This is an optimization exercise on Yosys and OpenROAD, whose aim is a short achievable clock period and few clock cycles, not a production implementation. Function was checked by simulation only, so behaviour that the tests miss may differ from the original. No activity file was given, so power comes from the tool's default toggle rates.

==> flow/design.v <==
module bilron_alu (
    input  wire [5:0]  func,
    input  wire [4:0]  sh,
    input  wire [31:0] wb,
    input  wire [31:0] wa,
    input  wire [63:0] prod,
    output reg  [31:0] res,
    output reg         v,
    output reg         c
);
    wire [32:0] add_full = {1'b0, wb} + {1'b0, wa};
    wire [32:0] sub_full = {1'b0, wb} - {1'b0, wa};
    wire [31:0] sub_res  = sub_full[31:0];
    wire        sub_c    = sub_full[32];
    wire        add_v    = ~(wb[31] ^ wa[31]) & (wb[31] ^ add_full[31]);
    wire        sub_v    = (wb[31] ^ wa[31]) & (wb[31] ^ sub_res[31]);
    wire [31:0] sat_val  = wb[31] ? 32'h8000_0000 : 32'h7FFF_FFFF;
    wire        mul_v    = (prod[63:32] != {32{prod[31]}});
    wire [31:0] neg_res  = 32'd0 - wa;
    wire [63:0] shl_full = {32'd0, wa} << sh;
    wire [63:0] shr_full = {wa, 32'd0} >> sh;
    wire [63:0] asr_full = $signed({wa, 32'd0}) >>> sh;
    always @(*) begin
        res = wa;
        v   = 1'b0;
        c   = 1'b0;
        case (func)
            6'h01: begin res = add_full[31:0]; v = add_v; c = add_full[32]; end
            6'h02: begin res = sub_res; v = sub_v; c = sub_c; end
            6'h03: begin res = add_v ? sat_val : add_full[31:0]; v = add_v; c = add_full[32]; end
            6'h04: begin res = sub_v ? sat_val : sub_res; v = sub_v; c = sub_c; end
            6'h05: begin res = prod[31:0]; v = mul_v; c = 1'b0; end
            6'h06: res = wb & wa;
            6'h07: res = wb | wa;
            6'h08: res = wb ^ wa;
            6'h09: res = ~wa;
            6'h0A: begin res = neg_res; v = (wa == 32'h8000_0000); c = (wa != 32'd0); end
            6'h0B: begin res = shl_full[31:0]; c = (sh != 5'd0) & shl_full[32]; end
            6'h0C: begin res = shr_full[63:32]; c = (sh != 5'd0) & shr_full[31]; end
            6'h0D: begin res = asr_full[63:32]; c = (sh != 5'd0) & asr_full[31]; end
            default: ;
        endcase
    end
endmodule
module bilron_engine (
    input  wire        clk,
    input  wire        rst,
    input  wire        start,
    output wire        ready,
    output wire        done,
    output reg  [7:0]  trap_code,
    output reg  [7:0]  trap_param,
    output reg  [15:0] trap_pc,
    output reg  [31:0] trap_insn,
    input  wire [16:0] cfg_ninsn,
    input  wire [16:0] cfg_size_i,
    input  wire [16:0] cfg_size_q,
    input  wire [13:0] cfg_size_m,
    input  wire [20:0] cfg_size_d,
    input  wire [12:0] cfg_ntim,
    input  wire [12:0] cfg_ncnt,
    output wire        i_en,
    output wire [15:0] i_addr,
    input  wire [31:0] i_rdata,
    output reg         d_en,
    output reg         d_we,
    output reg  [3:0]  d_be,
    output reg  [2:0]  d_area,
    output reg  [17:0] d_addr,
    output reg  [31:0] d_wdata,
    input  wire [31:0] d_rdata
);
    localparam [7:0] T_NONE = 8'h00, T_ILLEGAL = 8'h01, T_RSVD = 8'h02, T_AREA = 8'h03,
                     T_ALIGN = 8'h04, T_READONLY = 8'h05, T_BSTK_OVF = 8'h06,
                     T_BSTK_UNF = 8'h07, T_CSTK = 8'h08, T_UNBAL = 8'h09,
                     T_PC_RANGE = 8'h0A, T_SOFT = 8'h10;
    reg        act;             
    reg        done_r;
    assign ready = !act && !done_r;
    assign done  = done_r;
    wire   go    = ready && start;
    reg        la;
    reg [31:0] wa, wb;
    reg [31:0] x0, x1, x2, x3;
    reg        fv, fc;
    reg [2:0]  bs [0:15];       
    reg [4:0]  bs_depth;
    reg [16:0] cs [0:7];        
    reg [3:0]  cs_depth;
    reg [16:0]        c_ninsn;
    reg signed [25:0] cl_l  [0:7];    
    reg signed [25:0] cl_w1 [0:7];    
    reg signed [25:0] cl_w2 [0:7];
    reg signed [25:0] cl_w4 [0:7];
    reg  [16:0] fa;             
    reg  [16:0] fa1;            
    wire [31:0] q = i_rdata;
    wire [5:0]  q_op   = q[31:26];
    wire [2:0]  q_area = q[25:23];
    wire        q_ix   = q[22];
    wire [1:0]  q_xn   = q[21:20];
    wire [1:0]  q_size = q[19:18];
    wire        q_fmt_l = (q_op >= 6'h01) && (q_op <= 6'h0C);
    wire        q_fmt_w = (q_op >= 6'h10) && (q_op <= 6'h13);
    function [7:0] pre_trap(input [31:0] w);
        reg [5:0] op;
        reg fl, fw, fi, fb, ill, rsv, ro;
        reg [5:0] fn;
        begin
            op  = w[31:26];
            fn  = w[25:20];
            fl  = (op >= 6'h01) && (op <= 6'h0C);
            fw  = (op >= 6'h10) && (op <= 6'h13);
            fi  = (op >= 6'h18) && (op <= 6'h1D);
            fb  = (op >= 6'h28) && (op <= 6'h2F);
            ill = 1'b0;
            rsv = 1'b0;
            if (fl || fw) begin
                ill = (w[25:23] > 3'd5);
                rsv = !w[22] && (w[21:20] != 2'd0);
            end else if (fi) begin
                ill = (op == 6'h1B) && (w[25:22] > 4'd9);
                rsv = (w[19:16] != 4'd0) || ((w[25:22] != 4'd0) && (op != 6'h1B)) ||
                      ((w[21:20] != 2'd0) && !(op == 6'h1C || op == 6'h1D));
            end else if (op == 6'h20) begin
                ill = (fn > 6'h0F);
                rsv = (w[15:5] != 11'd0) || (w[19:16] != 4'd0) ||
                      ((w[4:0] != 5'd0) && !(fn == 6'h0B || fn == 6'h0C || fn == 6'h0D));
            end else if (op == 6'h21) begin
                ill = (fn > 6'h0A);
                rsv = (w[15:5] != 11'd0) || (w[19:16] != 4'd0) || (w[4:0] != 5'd0);
            end else if (op == 6'h22) begin
                ill = (fn != 6'h00) || (w[19:16] > 4'd9);
                rsv = (w[15:5] != 11'd0) || (w[4:0] != 5'd0);
            end else if (op == 6'h23) begin
                ill = (fn > 6'h02);
                rsv = (w[15:5] != 11'd0) || (w[19:18] != 2'd0) || (w[4:0] != 5'd0);
            end else if (fb) begin
                rsv = (w[25:22] != 4'd0) || ((w[21:20] != 2'd0) && (op != 6'h2D)) ||
                      ((w[19:0] != 20'd0) && (op == 6'h2C || op == 6'h2E)) ||
                      ((op == 6'h2F) && (w[19:8] != 12'd0));
            end else begin
                ill = 1'b1;
            end
            ro = ((fl && op >= 6'h09) || (op == 6'h12) || (op == 6'h13)) &&
                 (w[25:23] == 3'd0 || w[25:23] == 3'd4 || w[25:23] == 3'd5);
            pre_trap = ill ? T_ILLEGAL : rsv ? T_RSVD : ro ? T_READONLY : T_NONE;
        end
    endfunction
    reg [31:0] d_xv;
    always @(*) begin
        case (q_xn)
            2'd0: d_xv = x0;
            2'd1: d_xv = x1;
            2'd2: d_xv = x2;
            default: d_xv = x3;
        endcase
    end
    wire [31:0] d_off = q_fmt_l ? {12'd0, q[19:0]} : {14'd0, q[17:0]};
    wire [31:0] d_ea  = (q_ix ? d_xv : 32'd0) + d_off;
    wire [21:0] d_tgt = {5'd0, fa} + 22'd1 + {{2{q[19]}}, q[19:0]};
    reg signed [25:0] d_lim;
    always @(*) begin
        if (q_fmt_l)              d_lim = cl_l[q_area];
        else if (q_size == 2'd0)  d_lim = cl_w1[q_area];
        else if (q_size == 2'd2)  d_lim = cl_w4[q_area];
        else                      d_lim = cl_w2[q_area];
    end
    reg               ev;         
    reg [31:0]        ir;
    reg [16:0]        epc, epc1;
    reg [31:0]        e_ea;
    reg signed [25:0] e_lim;
    reg               e_stale;    
    reg [21:0]        e_tgt;
    reg [7:0]         e_pre;
    reg               e_past;     
    wire [5:0]  op     = ir[31:26];
    wire [2:0]  f_area = ir[25:23];
    wire        f_ix   = ir[22];
    wire [1:0]  f_xn   = ir[21:20];
    wire [1:0]  f_size = ir[19:18];
    wire [3:0]  f_cond = ir[25:22];
    wire [15:0] f_imm  = ir[15:0];
    wire [5:0]  f_func = ir[25:20];
    wire [3:0]  f_sel  = ir[19:16];
    wire [4:0]  f_sh   = ir[4:0];
    wire [19:0] f_disp = ir[19:0];
    wire [31:0] imm_s  = {{16{f_imm[15]}}, f_imm};
    wire op_st   = (op == 6'h09), op_stn  = (op == 6'h0A);
    wire op_set  = (op == 6'h0B), op_rst  = (op == 6'h0C);
    wire op_ldw  = (op == 6'h10), op_ldwb = (op == 6'h11);
    wire op_stw  = (op == 6'h12), op_stwb = (op == 6'h13);
    wire op_ldi  = (op == 6'h18), op_lui  = (op == 6'h19);
    wire op_addi = (op == 6'h1A), op_cmpi = (op == 6'h1B);
    wire op_xli  = (op == 6'h1C), op_xaddi = (op == 6'h1D);
    wire op_alu  = (op == 6'h20), op_logic = (op == 6'h21);
    wire op_cmp  = (op == 6'h22), op_xop  = (op == 6'h23);
    wire op_jmp  = (op == 6'h28), op_jc   = (op == 6'h29);
    wire op_jcn  = (op == 6'h2A), op_call = (op == 6'h2B);
    wire op_ret  = (op == 6'h2C), op_loop = (op == 6'h2D);
    wire op_end  = (op == 6'h2E), op_trap = (op == 6'h2F);
    wire fmt_l = (op >= 6'h01) && (op <= 6'h0C);
    wire fmt_w = (op >= 6'h10) && (op <= 6'h13);
    wire fmt_b = (op >= 6'h28) && (op <= 6'h2F);
    wire bit_read   = fmt_l && (op <= 6'h08);
    wire bit_store  = fmt_l && (op >= 6'h09);
    wire word_store = op_stw | op_stwb;
    wire op_mul     = op_alu && (f_func == 6'h05);
    reg [31:0] xv;              
    always @(*) begin
        case (f_xn)
            2'd0: xv = x0;
            2'd1: xv = x1;
            2'd2: xv = x2;
            default: xv = x3;
        endcase
    end
    reg [31:0] xsel;            
    always @(*) begin
        case (f_sel[1:0])
            2'd0: xsel = x0;
            2'd1: xsel = x1;
            2'd2: xsel = x2;
            default: xsel = x3;
        endcase
    end
    wire       e_wx_xn  = ev && (op_xli || op_xaddi || op_loop);
    wire       e_wx_sel = ev && op_xop;
    wire       d_stale  = (q_fmt_l || q_fmt_w) && q_ix &&
                          ((e_wx_xn && f_xn == q_xn) || (e_wx_sel && f_sel[1:0] == q_xn));
    wire        area_inst = (f_area == 3'd4) || (f_area == 3'd5);
    wire        acc_area  = (fmt_l || fmt_w) &&
                            ((e_ea[31:25] != 7'd0) || ($signed({1'b0, e_ea[24:0]}) >= e_lim));
    reg acc_align;
    always @(*) begin
        acc_align = 1'b0;
        if (fmt_w) begin
            if (area_inst)             acc_align = (f_size != 2'd2) || (e_ea[1:0] != 2'd0);
            else if (f_size == 2'd2)   acc_align = (e_ea[1:0] != 2'd0);
            else if (f_size != 2'd0)   acc_align = e_ea[0];
        end
    end
    wire [17:0] e_daddr = fmt_l ? e_ea[22:5] : e_ea[19:2];
    wire [2:0]  e_darea = (fmt_w && area_inst) ? {2'b11, f_area[0]} : f_area;
    reg        pl_la;           
    reg [2:0]  pl_lop;
    reg [4:0]  pl_bit;
    reg        pl_wa, pl_wb;    
    reg [1:0]  pl_size;
    reg [1:0]  pl_lo;
    reg        pl_bst;          
    reg [1:0]  pl_bop;
    reg [2:0]  pl_area;
    reg [17:0] pl_addr;
    reg        buf_v;           
    reg [2:0]  buf_area;
    reg [17:0] buf_addr;
    reg [3:0]  buf_be;
    reg [31:0] buf_wdata;
    wire rd_bit = d_rdata[pl_bit];
    reg  la_cur;                
    always @(*) begin
        la_cur = la;
        if (pl_la) begin
            case (pl_lop)
                3'd0: la_cur = rd_bit;
                3'd1: la_cur = !rd_bit;
                3'd2: la_cur = la & rd_bit;
                3'd3: la_cur = la & !rd_bit;
                3'd4: la_cur = la | rd_bit;
                3'd5: la_cur = la | !rd_bit;
                3'd6: la_cur = la ^ rd_bit;
                default: la_cur = la ^ !rd_bit;
            endcase
        end
    end
    wire [7:0]  ld_b = pl_lo[1] ? (pl_lo[0] ? d_rdata[31:24] : d_rdata[23:16])
                                : (pl_lo[0] ? d_rdata[15:8]  : d_rdata[7:0]);
    wire [15:0] ld_h = pl_lo[1] ? d_rdata[31:16] : d_rdata[15:0];
    reg  [31:0] ld_val;
    always @(*) begin
        case (pl_size)
            2'd0: ld_val = {24'd0, ld_b};
            2'd1: ld_val = {16'd0, ld_h};
            2'd2: ld_val = d_rdata;
            default: ld_val = {{16{ld_h[15]}}, ld_h};
        endcase
    end
    wire       bst_val = (pl_bop == 2'd0) ? la : (pl_bop == 2'd1) ? !la : (pl_bop == 2'd2);
    reg [31:0] bst_word;
    always @(*) begin
        bst_word = d_rdata;
        bst_word[pl_bit] = bst_val;
    end
    wire uses_wa = op_ldw || op_stw || op_ldi || op_lui || op_addi || op_cmpi ||
                   (op_alu && f_func != 6'h00) || op_cmp || op_xop ||
                   (op_logic && (f_func == 6'h07 || f_func == 6'h08));
    wire uses_wb = op_ldw || op_ldwb || op_stwb || op_ldi ||
                   (op_alu && f_func != 6'h00) || op_cmp ||
                   (op_xop && f_func == 6'h01) || (op_logic && f_func == 6'h08);
    wire mem_any = bit_read || bit_store || fmt_w;            
    wire mem_acc = bit_read || op_st || op_stn || ((op_set || op_rst) && la) || fmt_w;
    reg  mul_ph;                
    wire s_data  = (pl_wa && uses_wa) || (pl_wb && uses_wb);
    wire s_la    = pl_la && (op_jc || op_jcn || op_set || op_rst);
    wire s_mul   = op_mul && !mul_ph;
    wire s_mem   = (bit_store && (pl_bst || buf_v)) ||
                   (mem_any && ((buf_v && buf_area == e_darea && buf_addr == e_daddr) ||
                                (pl_bst && pl_area == e_darea && pl_addr == e_daddr)));
    wire stall   = ev && (e_stale || s_data || s_la || s_mul || s_mem);
    wire fire    = ev && !stall;
    wire        tgt_ok   = !e_tgt[21] && (e_tgt[16:0] < c_ninsn) && (e_tgt[20:17] == 4'd0);
    wire [31:0] xv_dec   = xv - 32'd1;
    wire        br_taken = op_jmp || op_call || (op_jc && la) || (op_jcn && !la) ||
                           (op_loop && (xv != 32'd1));
    wire        redirect = fire && (br_taken || op_ret);
    wire [16:0] cs_top   = cs[cs_depth[2:0] - 3'd1];
    wire is_push = op_logic && (f_func >= 6'h03) && (f_func <= 6'h05);
    wire is_pop  = op_logic && (f_func == 6'h06);
    wire mem_trap = e_past || (e_pre != T_NONE) || acc_area || acc_align;
    reg [7:0] exec_trap;
    always @(*) begin
        if (e_past)                                         exec_trap = T_PC_RANGE;
        else if (e_pre != T_NONE)                           exec_trap = e_pre;
        else if (acc_area)                                  exec_trap = T_AREA;
        else if (acc_align)                                 exec_trap = T_ALIGN;
        else if (is_push && bs_depth == 5'd16)              exec_trap = T_BSTK_OVF;
        else if (is_pop && bs_depth == 5'd0)                exec_trap = T_BSTK_UNF;
        else if ((op_call && cs_depth == 4'd8) ||
                 (op_ret && cs_depth == 4'd0))              exec_trap = T_CSTK;
        else if (op_end && (bs_depth != 5'd0 || cs_depth != 4'd0))
                                                            exec_trap = T_UNBAL;
        else if (fmt_b && br_taken && !tgt_ok)              exec_trap = T_PC_RANGE;
        else if (op_trap)                                   exec_trap = T_SOFT;
        else                                                exec_trap = T_NONE;
    end
    wire ok     = fire && (exec_trap == T_NONE);
    wire finish = fire && ((exec_trap != T_NONE) || op_end);
    function cond_eval(input [3:0] code, input [31:0] a, input [31:0] b);
        reg eq, ltu, lts;
        begin
            eq  = (a == b);
            ltu = (a < b);
            lts = ($signed(a) < $signed(b));
            case (code)
                4'd0: cond_eval = eq;
                4'd1: cond_eval = !eq;
                4'd2: cond_eval = lts;
                4'd3: cond_eval = lts || eq;
                4'd4: cond_eval = !lts && !eq;
                4'd5: cond_eval = !lts;
                4'd6: cond_eval = ltu;
                4'd7: cond_eval = ltu || eq;
                4'd8: cond_eval = !ltu && !eq;
                default: cond_eval = !ltu;
            endcase
        end
    endfunction
    wire cnd_r = cond_eval(f_sel, wb, wa);
    wire cnd_i = cond_eval(f_cond, wa, imm_s);
    reg signed [40:0] mp0, mp1, mp2;
    reg signed [39:0] mp3;
    wire [63:0] prod = {{23{mp0[40]}}, mp0} + {{15{mp1[40]}}, mp1, 8'd0} +
                       {{7{mp2[40]}}, mp2, 16'd0} + {mp3, 24'd0};
    wire [31:0] alu_res;
    wire        alu_v, alu_c;
    bilron_alu u_alu (
        .func (f_func),
        .sh   (f_sh),
        .wb   (wb),
        .wa   (wa),
        .prod (prod),
        .res  (alu_res),
        .v    (alu_v),
        .c    (alu_c)
    );
    wire [32:0] addi_full = {1'b0, wa} + {1'b0, imm_s};
    wire        addi_v    = ~(wa[31] ^ imm_s[31]) & (wa[31] ^ addi_full[31]);
    wire [2:0] bs_top = bs[bs_depth[3:0] - 4'd1];
    reg        pop_la;
    always @(*) begin
        case (bs_top[1:0])
            2'd0:    pop_la = bs_top[2] & la_cur;
            2'd1:    pop_la = bs_top[2] | la_cur;
            default: pop_la = bs_top[2] ^ la_cur;
        endcase
    end
    wire        e_want = fire && mem_acc;         
    wire        e_acc  = e_want && !mem_trap;
    wire [31:0] st_val = op_stw ? wa : wb;
    always @(*) begin
        if (e_want) begin
            d_en   = !mem_trap;
            d_we   = word_store;
            d_area = e_darea;
            d_addr = e_daddr;
            case (f_size)
                2'd0:    begin d_be = 4'b0001 << e_ea[1:0]; d_wdata = {4{st_val[7:0]}}; end
                2'd2:    begin d_be = 4'b1111;              d_wdata = st_val; end
                default: begin d_be = e_ea[1] ? 4'b1100 : 4'b0011; d_wdata = {2{st_val[15:0]}}; end
            endcase
        end else begin
            d_en    = buf_v;
            d_we    = 1'b1;
            d_area  = buf_area;
            d_addr  = buf_addr;
            d_be    = buf_be;
            d_wdata = buf_wdata;
        end
    end
    reg [16:0] nfa;
    always @(*) begin
        if (!act)          nfa = 17'd0;
        else if (redirect) nfa = op_ret ? cs_top : e_tgt[16:0];
        else if (stall)    nfa = fa;
        else               nfa = fa1;
    end
    assign i_en   = 1'b1;
    assign i_addr = nfa[15:0];
    integer k;
    always @(posedge clk) begin
        fa  <= nfa;
        fa1 <= nfa + 17'd1;
        if (go) begin
            c_ninsn <= cfg_ninsn;
            cl_l[0] <= {6'd0, cfg_size_i, 3'd0};
            cl_l[1] <= {6'd0, cfg_size_q, 3'd0};
            cl_l[2] <= {9'd0, cfg_size_m, 3'd0};
            cl_l[3] <= {2'd0, cfg_size_d, 3'd0};
            cl_l[4] <= {13'd0, cfg_ntim};
            cl_l[5] <= {13'd0, cfg_ncnt};
            cl_l[6] <= 26'd0;
            cl_l[7] <= 26'd0;
            cl_w1[0] <= {9'd0, cfg_size_i};
            cl_w1[1] <= {9'd0, cfg_size_q};
            cl_w1[2] <= {12'd0, cfg_size_m};
            cl_w1[3] <= {5'd0, cfg_size_d};
            cl_w1[4] <= {11'd0, cfg_ntim, 2'd0} - 26'd0;
            cl_w1[5] <= {11'd0, cfg_ncnt, 2'd0} - 26'd0;
            cl_w2[0] <= {9'd0, cfg_size_i} - 26'd1;
            cl_w2[1] <= {9'd0, cfg_size_q} - 26'd1;
            cl_w2[2] <= {12'd0, cfg_size_m} - 26'd1;
            cl_w2[3] <= {5'd0, cfg_size_d} - 26'd1;
            cl_w2[4] <= {11'd0, cfg_ntim, 2'd0} - 26'd1;
            cl_w2[5] <= {11'd0, cfg_ncnt, 2'd0} - 26'd1;
            cl_w4[0] <= {9'd0, cfg_size_i} - 26'd3;
            cl_w4[1] <= {9'd0, cfg_size_q} - 26'd3;
            cl_w4[2] <= {12'd0, cfg_size_m} - 26'd3;
            cl_w4[3] <= {5'd0, cfg_size_d} - 26'd3;
            cl_w4[4] <= {11'd0, cfg_ntim, 2'd0} - 26'd3;
            cl_w4[5] <= {11'd0, cfg_ncnt, 2'd0} - 26'd3;
            for (k = 6; k < 8; k = k + 1) begin
                cl_w1[k] <= 26'd0;
                cl_w2[k] <= 26'd0;
                cl_w4[k] <= 26'd0;
            end
        end
        if (!act || finish || redirect) begin
            ev <= 1'b0;
        end else if (!ev || fire) begin
            ev      <= 1'b1;
            ir      <= q;
            epc     <= fa;
            epc1    <= fa1;
            e_ea    <= d_ea;
            e_lim   <= d_lim;
            e_stale <= d_stale;
            e_tgt   <= d_tgt;
            e_pre   <= pre_trap(q);
            e_past  <= (fa >= c_ninsn);
        end else if (e_stale) begin
            e_ea    <= (f_ix ? xv : 32'd0) + (fmt_l ? {12'd0, ir[19:0]} : {14'd0, ir[17:0]});
            e_stale <= 1'b0;
        end
        if (ev && op_mul && !mul_ph && !s_data) begin
            mp0    <= $signed(wb) * $signed({1'b0, wa[7:0]});
            mp1    <= $signed(wb) * $signed({1'b0, wa[15:8]});
            mp2    <= $signed(wb) * $signed({1'b0, wa[23:16]});
            mp3    <= $signed(wb) * $signed(wa[31:24]);
            mul_ph <= 1'b1;
        end else if (fire || !ev) begin
            mul_ph <= 1'b0;
        end
        pl_la  <= e_acc && bit_read;
        pl_wa  <= e_acc && op_ldw;
        pl_wb  <= e_acc && op_ldwb;
        pl_bst <= e_acc && bit_store;
        pl_lop  <= op[2:0] - 3'd1;
        pl_bit  <= e_ea[4:0];
        pl_size <= f_size;
        pl_lo   <= e_ea[1:0];
        pl_bop  <= op[1:0] - 2'd1;
        pl_area <= e_darea;
        pl_addr <= e_daddr;
        la <= la_cur;
        if (pl_wa) wa <= ld_val;
        if (pl_wb) wb <= ld_val;
        if (pl_bst) begin
            buf_v     <= 1'b1;
            buf_area  <= pl_area;
            buf_addr  <= pl_addr;
            buf_be    <= 4'b0001 << pl_bit[4:3];
            buf_wdata <= bst_word;
        end else if (!e_want) begin
            buf_v <= 1'b0;
        end
        if (ok) begin
            if (op_ldw)
                wb <= wa;
            if (op_ldi) begin
                wb <= wa;
                wa <= imm_s;
            end
            if (op_lui)
                wa <= {f_imm, wa[15:0]};
            if (op_addi) begin
                wa <= addi_full[31:0];
                fv <= addi_v;
                fc <= addi_full[32];
            end
            if (op_cmpi)
                la <= cnd_i;
            if (op_cmp)
                la <= cnd_r;
            if (op_xli || op_xaddi) begin
                case (f_xn)
                    2'd0: x0 <= op_xli ? {16'd0, f_imm} : x0 + imm_s;
                    2'd1: x1 <= op_xli ? {16'd0, f_imm} : x1 + imm_s;
                    2'd2: x2 <= op_xli ? {16'd0, f_imm} : x2 + imm_s;
                    default: x3 <= op_xli ? {16'd0, f_imm} : x3 + imm_s;
                endcase
            end
            if (op_alu) begin
                if (f_func == 6'h0E) begin
                    wa <= wb;
                    wb <= wa;
                end else if (f_func == 6'h0F) begin
                    wb <= wa;
                end else if (f_func != 6'h00) begin
                    wa <= alu_res;
                    fv <= alu_v;
                    fc <= alu_c;
                end
            end
            if (op_logic) begin
                case (f_func)
                    6'h00: la <= !la_cur;
                    6'h01: la <= 1'b1;
                    6'h02: la <= 1'b0;
                    6'h03, 6'h04, 6'h05: begin
                        bs[bs_depth[3:0]] <= {la_cur, f_func[1:0] - 2'd3};
                        bs_depth <= bs_depth + 5'd1;
                    end
                    6'h06: begin
                        la       <= pop_la;
                        bs_depth <= bs_depth - 5'd1;
                    end
                    6'h07: la <= (wa != 32'd0);
                    6'h08: begin
                        wb <= wa;
                        wa <= {31'd0, la_cur};
                    end
                    6'h09: la <= fv;
                    default: la <= fc;
                endcase
            end
            if (op_xop) begin
                if (f_func == 6'h01) begin
                    wb <= wa;
                    wa <= xsel;
                end else begin
                    case (f_sel[1:0])
                        2'd0: x0 <= (f_func == 6'h00) ? wa : x0 + wa;
                        2'd1: x1 <= (f_func == 6'h00) ? wa : x1 + wa;
                        2'd2: x2 <= (f_func == 6'h00) ? wa : x2 + wa;
                        default: x3 <= (f_func == 6'h00) ? wa : x3 + wa;
                    endcase
                end
            end
            if (op_loop) begin
                case (f_xn)
                    2'd0: x0 <= xv_dec;
                    2'd1: x1 <= xv_dec;
                    2'd2: x2 <= xv_dec;
                    default: x3 <= xv_dec;
                endcase
            end
            if (op_call) begin
                cs[cs_depth[2:0]] <= epc1;
                cs_depth <= cs_depth + 4'd1;
            end
            if (op_ret)
                cs_depth <= cs_depth - 4'd1;
        end
        done_r <= 1'b0;
        if (finish) begin
            act    <= 1'b0;
            done_r <= 1'b1;
            if (e_past) begin
                trap_code  <= T_PC_RANGE;
                trap_param <= 8'd0;
                trap_pc    <= c_ninsn[15:0] - 16'd1;
                trap_insn  <= 32'd0;
            end else if (exec_trap != T_NONE) begin
                trap_code  <= exec_trap;
                trap_param <= (exec_trap == T_SOFT) ? f_disp[7:0] : 8'd0;
                trap_pc    <= epc[15:0];
                trap_insn  <= ir;
            end else begin
                trap_code  <= T_NONE;
                trap_param <= 8'd0;
                trap_pc    <= epc[15:0];
                trap_insn  <= 32'd0;
            end
        end
        if (go) begin
            act      <= 1'b1;
            la       <= 1'b0;
            wa       <= 32'd0;
            wb       <= 32'd0;
            x0       <= 32'd0;
            x1       <= 32'd0;
            x2       <= 32'd0;
            x3       <= 32'd0;
            fv       <= 1'b0;
            fc       <= 1'b0;
            bs_depth <= 5'd0;
            cs_depth <= 4'd0;
        end
        if (rst) begin
            act        <= 1'b0;
            done_r     <= 1'b0;
            ev         <= 1'b0;
            mul_ph     <= 1'b0;
            pl_la      <= 1'b0;
            pl_wa      <= 1'b0;
            pl_wb      <= 1'b0;
            pl_bst     <= 1'b0;
            buf_v      <= 1'b0;
            la         <= 1'b0;
            wa         <= 32'd0;
            wb         <= 32'd0;
            x0         <= 32'd0;
            x1         <= 32'd0;
            x2         <= 32'd0;
            x3         <= 32'd0;
            fv         <= 1'b0;
            fc         <= 1'b0;
            bs_depth   <= 5'd0;
            cs_depth   <= 4'd0;
            trap_code  <= 8'd0;
            trap_param <= 8'd0;
            trap_pc    <= 16'd0;
            trap_insn  <= 32'd0;
        end
    end
endmodule
==> flow/run.sh <==
#!/bin/bash
# synth_recipe.tcl (not shown) runs the flow's synth.tcl, then flattens the netlist and writes it again
# the make line also repeats each setting of config.mk as NAME=value (left out here)
make -C /OpenROAD-flow-scripts/flow DESIGN_CONFIG=/design/flow/config.mk WORK_HOME=/design/flow/orfs CLKGATE_MAP_FILE= SYNTH_SCRIPT=/design/flow/synth_recipe.tcl finish
==> flow/config.mk <==
export PLATFORM = sky130hd
export DESIGN_NAME = bilron_engine
export DESIGN_NICKNAME = bilron_engine
export VERILOG_FILES = /design/flow/design.v
export SDC_FILE = /design/flow/constraint.sdc
export NUM_CORES = 4
export LEC_CHECK = 0
export CAP_MARGIN = 20
export CORE_MARGIN = 2
export CORE_UTILIZATION = 40
export SLEW_MARGIN = 20
==> flow/constraint.sdc <==
create_clock -name core_clock -period 14.0 [get_ports {clk}]
set_input_delay 2.8000 -clock core_clock [delete_from_list [all_inputs] [get_ports {clk}]]
set_output_delay 2.8000 -clock core_clock [all_outputs]
set_load 0.01 [all_outputs]
==> impl_metrics.py <==
metrics = {
    "floorplan": {
        "start_util": 0.4017,
        "ios": 321,
        "fp.dieH_um": 565.9,
        "die_w_um": 565.9,
        "core_sq_mm": 0.3145,
        "die-area_sq_mm": 0.3203,
        "rows": 206,
    },
    "min_path": {
        "hp-class": "flip-flop to flip-flop",
        "hold_path_depth": 0,
        "hp-start": "pl_addr[7]",
        "whs_endpoint": "buf_addr[7]",
    },
    "worst_setup_path": {
        "start_kind": "flip-flop",
        "crit_type": "flip-flop to output pin",
        "r2r-end": "mp1[39]",
        "required_ns": 11.20,
        "crit_arrival_ns": 7.01,
        "crit_fanout": 29,
        "reg2regPathDepth": 22,
        "regToRegSetupSlack_ns": 5.98,
        "worstReg2RegStart": "wb[14]",
        "end_kind": "output pin",
    },
    "logic_synthesis": {
        "netlist_area_sq_mm": 0.1263,
        "yosysUniqueCellTypes": 112,
        "synth_xor_area_frac": 0.05691,
        "synthAdderAreaFrac": 0.2327,
        "syn_inst": 14515,
        "synth_mux_area_frac": 0.04690,
        "synth-simple-area-share": 0.1562,
        "synth_top_family_by_area": "adder cells",
        "synth_warnings": 6,
        "syn_area_per_cell_sq_um": 8.702,
        "yosysSeqAreaShare": 0.2520,
        "ys_ff_latch": 1173,
        "synth_compound_area_frac": 0.1877,
        "synth_edf_count": 834,
        "synthArstFlopShare": 0,
        "synth_ff_type": "edfxtp_1",
    },
    "clocking": {
        "ctsHoldBuffers": 0,
        "clkTransAtPathRegs_ns": 0.06,
        "cts_setup_buffers": 0,
        "root_buffer": "clkbuf_16",
        "cts_sinks": 1173,
        "ctsLongestPathBuffers": 4,
        "cts_buffers": 153,
        "cts_tree": "done",
        "clk_latency_ns": 0.88,
        "ctsResizeCount": 0,
        "htreeDepth": 4,
    },
    "detailed_routing": {
        "via_per_inst": 6.273,
        "wire_per_inst_um": 29.36,
        "ant_nets": 0,
        "drc": 0,
        "vias": 117996,
        "drt_iter0_drc": 16390,
        "drt-total-wl_um": 552300,
        "first_pass_iters": 14,
    },
    "sta": {
        "finalHoldViolCount": 0,
        "max_slew_margin": 0.1592,
        "fin_skew_ns": 0.09587,
        "worst_slew_pin_slew_ns": 1.252,
        "slew_viol_final": 0,
        "fmax_mhz": 101.9,
        "final.setup.tns_ns": 0,
        "period_minus_slack_ns": 9.813,
        "rsz0062_at_grt": "no",
        "setup_viol": 0,
        "finalCritPeriodShare": 0.7009,
        "holdWs_ns": 0.4485,
    },
    "power_and_ir_drop": {
        "power.share.switching": 0.2935,
        "powerDensity_mw_per_mm2": 67.16,
        "seqPwrFrac": 0.422,
        "p_int_mw": 6.621,
        "irDropWorstVdd_mv": 0.09860,
        "p_sw_mw": 2.751,
        "power_frac_comb": 0.133,
        "power.clock.fraction": 0.445,
        "p_leak_nw": 57.84,
    },
    "cells_and_area": {
        "area_growth_pct": 10.47,
        "finalNonFillerCells": 18811,
        "fin_area_sq_mm": 0.1395,
        "multi_input_area_sq_mm": 0.08627,
        "nFillCells": 30844,
        "drive_above_1_share": 0.06728,
        "regArea_sq_mm": 0.03185,
        "fin_nets": 16519,
    },
    "grt": {
        "grt-ovfl-total": 0,
        "grt_pass1_wl_um": 791100,
        "antenna_found_initial": 40,
        "grt_max_degree": 124,
        "grtUsageTotal": 0.3351,
        "grt_pass1_vias": 111614,
    },
    "place": {
        "place_inst": 18504,
        "place_area_sq_mm": 0.1343,
        "io_buffer_count": 316,
        "place_congestion": 1.110,
        "dp_hpwl_um": 414400,
    },
    "flow_run": {
        "cap_violations": 0,
    },
    "run_status": {
        "outcome": "finished clean",
    },
}
## per-stage QoR
stage | setup WS (ns) | total power [mW] | utilization
after floorplan | 1.701 | 4.710 | -
after global placement | 5.392 | 5.213 | 0.4270
after detailed placement | 5.321 | 5.216 | 0.4271
after CTS | 4.413 | 9.346 | 0.4433
after global routing | 4.128 | 9.580 | 0.4436
final | 4.187 | 9.372 | 0.4438
## sequential cells by signal, summed over array words and instances, names as in the netlist, 40 cells and up
name   flops
cs       136
cl_w2     87
cl_w4     83
cl_w1     69
bs        48
mp0       41
mp1       41
mp2       41
mp3       40
## synthesized netlist by cell type, drive strengths merged (142+ instances only)
cell type	number	area share
xnor2	525	0.036
nand3	244	0.0097
fa	853	0.14
inv	1386	0.041
nor3	336	0.013
nor2	1706	0.051
ha	984	0.097
dfxtp	339	0.054
a211oi	245	0.015
a31oi	142	0.0073
mux4	159	0.028
buf	162	0.0059
o211ai	157	0.0093
xor2	293	0.020
clkbuf	674	0.020
nand2	1313	0.039
mux2i	172	0.014
edfxtp	834	0.20
a21oi	984	0.039
a21o	249	0.015
o21ai	818	0.032
## power by group through the flow
stage	Combinational [mW]	Clock, mW	Sequential, mW
6_report	1.25	4.17	3.96
3_3_place_gp	1.19	0	4.02
3_5_place_dp	1.19	0	4.02
2_1_floorplan	0.720	0	3.99
4_1_cts	1.20	4.20	3.95
5_1_grt	1.30	4.32	3.96
## critical path, cell delays in order, from the launching register on
cell and delay [ns]:
edfxtp_1 0.48, inv_1 0.56, ha_2 0.66, buf_4 0.49, a222oi_1 0.20, a21oi_1 0.60
nor4_1 0.19, and4_1 0.37, a31o_2 0.41, and2_1 0.25, a31oi_4 0.51, o21ai_0 0.15
a31oi_1 0.54, clkdlybuf4s50_1 0.69
## worst max-delay path by stage
| stage | startpoint | to | slack (ns) | cells past startpoint |
|---|---|---|---|---|
| 2_1_floorplan | cs_depth[0] | e_lim[0] | 1.70 | 17 |
| 3_3_place_gp | ir[20] | i_addr[1] | 5.39 | 13 |
| 3_5_place_dp | ir[20] | i_addr[1] | 5.32 | 13 |
| 4_1_cts | ir[20] | i_addr[1] | 4.41 | 13 |
| 5_1_grt | ir[20] | i_addr[1] | 4.13 | 13 |
| 6_report | ir[20] | i_addr[1] | 4.19 | 13 |
## cell type report
cell class,instances,share of cell area
clock buffers,201,0.03005
repair buffers,667,0.04155
inverters,1400,0.03771
clock inverters,77,0.006465
well taps,4160,0.03730
multi-input cells,11108,0.6182
diodes,25,0.0004483
flip-flops and latches,1173,0.2283
## cell families after synthesis
kind of cell / count (synthesis)
AOI/OAI and AO/OA: 3654
other: 2
buffers and inverters: 2236
xor gates and xnor gates: 819
adders and majority gates: 1837
muxes: 383
DFF: 1173
and+or+nand+nor: 4411
## routing by layer
| metal | up-vias | global-route usage | part of all wire |
|---|---|---|---|
| met3 | 1800 | 0.1029 | 0.13 |
| met1 | 57317 | 0.4456 | 0.40 |
| met2 | 7809 | 0.4803 | 0.41 |
| met5 | - | 0.004462 | 0.00060 |
| li1 | 51044 | - | - |
| met4 | 26 | 0.1895 | 0.069 |
## layout by cell type (no fill, tap or decap), drive strengths merged, types with 293 or more instances in the layout
cell type,count
xnor2,525
o21ai,818
clkdlybuf4s50,311
inv,1396
a21oi,984
fa,853
nor3,336
edfxtp,834
buf,353
nor2,1706
dfxtp,339
xor2,293
ha,984
nand2,1313
Testbench counts, summed over its fixed seeds: cycles 215,697.

[static timing again, ports no longer ideal]
Ports are ideal in the flow. The routed layout listed here was re-timed in OpenROAD.
Step 1, drivers: a clkbuf_16 drives clk and a buf_2 each remaining input, both assumed.
Step 2 also shifts input and output timing later by t, the mid clock arrival at the registers, as if the neighbouring blocks saw the same clock.
a / b / c = ideal / step 1 / step 2; a / b = the first two.
t (ns): 0.938
setup slack, ns: 4.187 / 4.085 / 5.023
clock arrival spread, ns: 0.100 / 0.100
After both steps setup and hold are still met in this run. For this run, drivers alone change the setup slack by -0.102 ns; drivers and shift together by +0.836 ns.
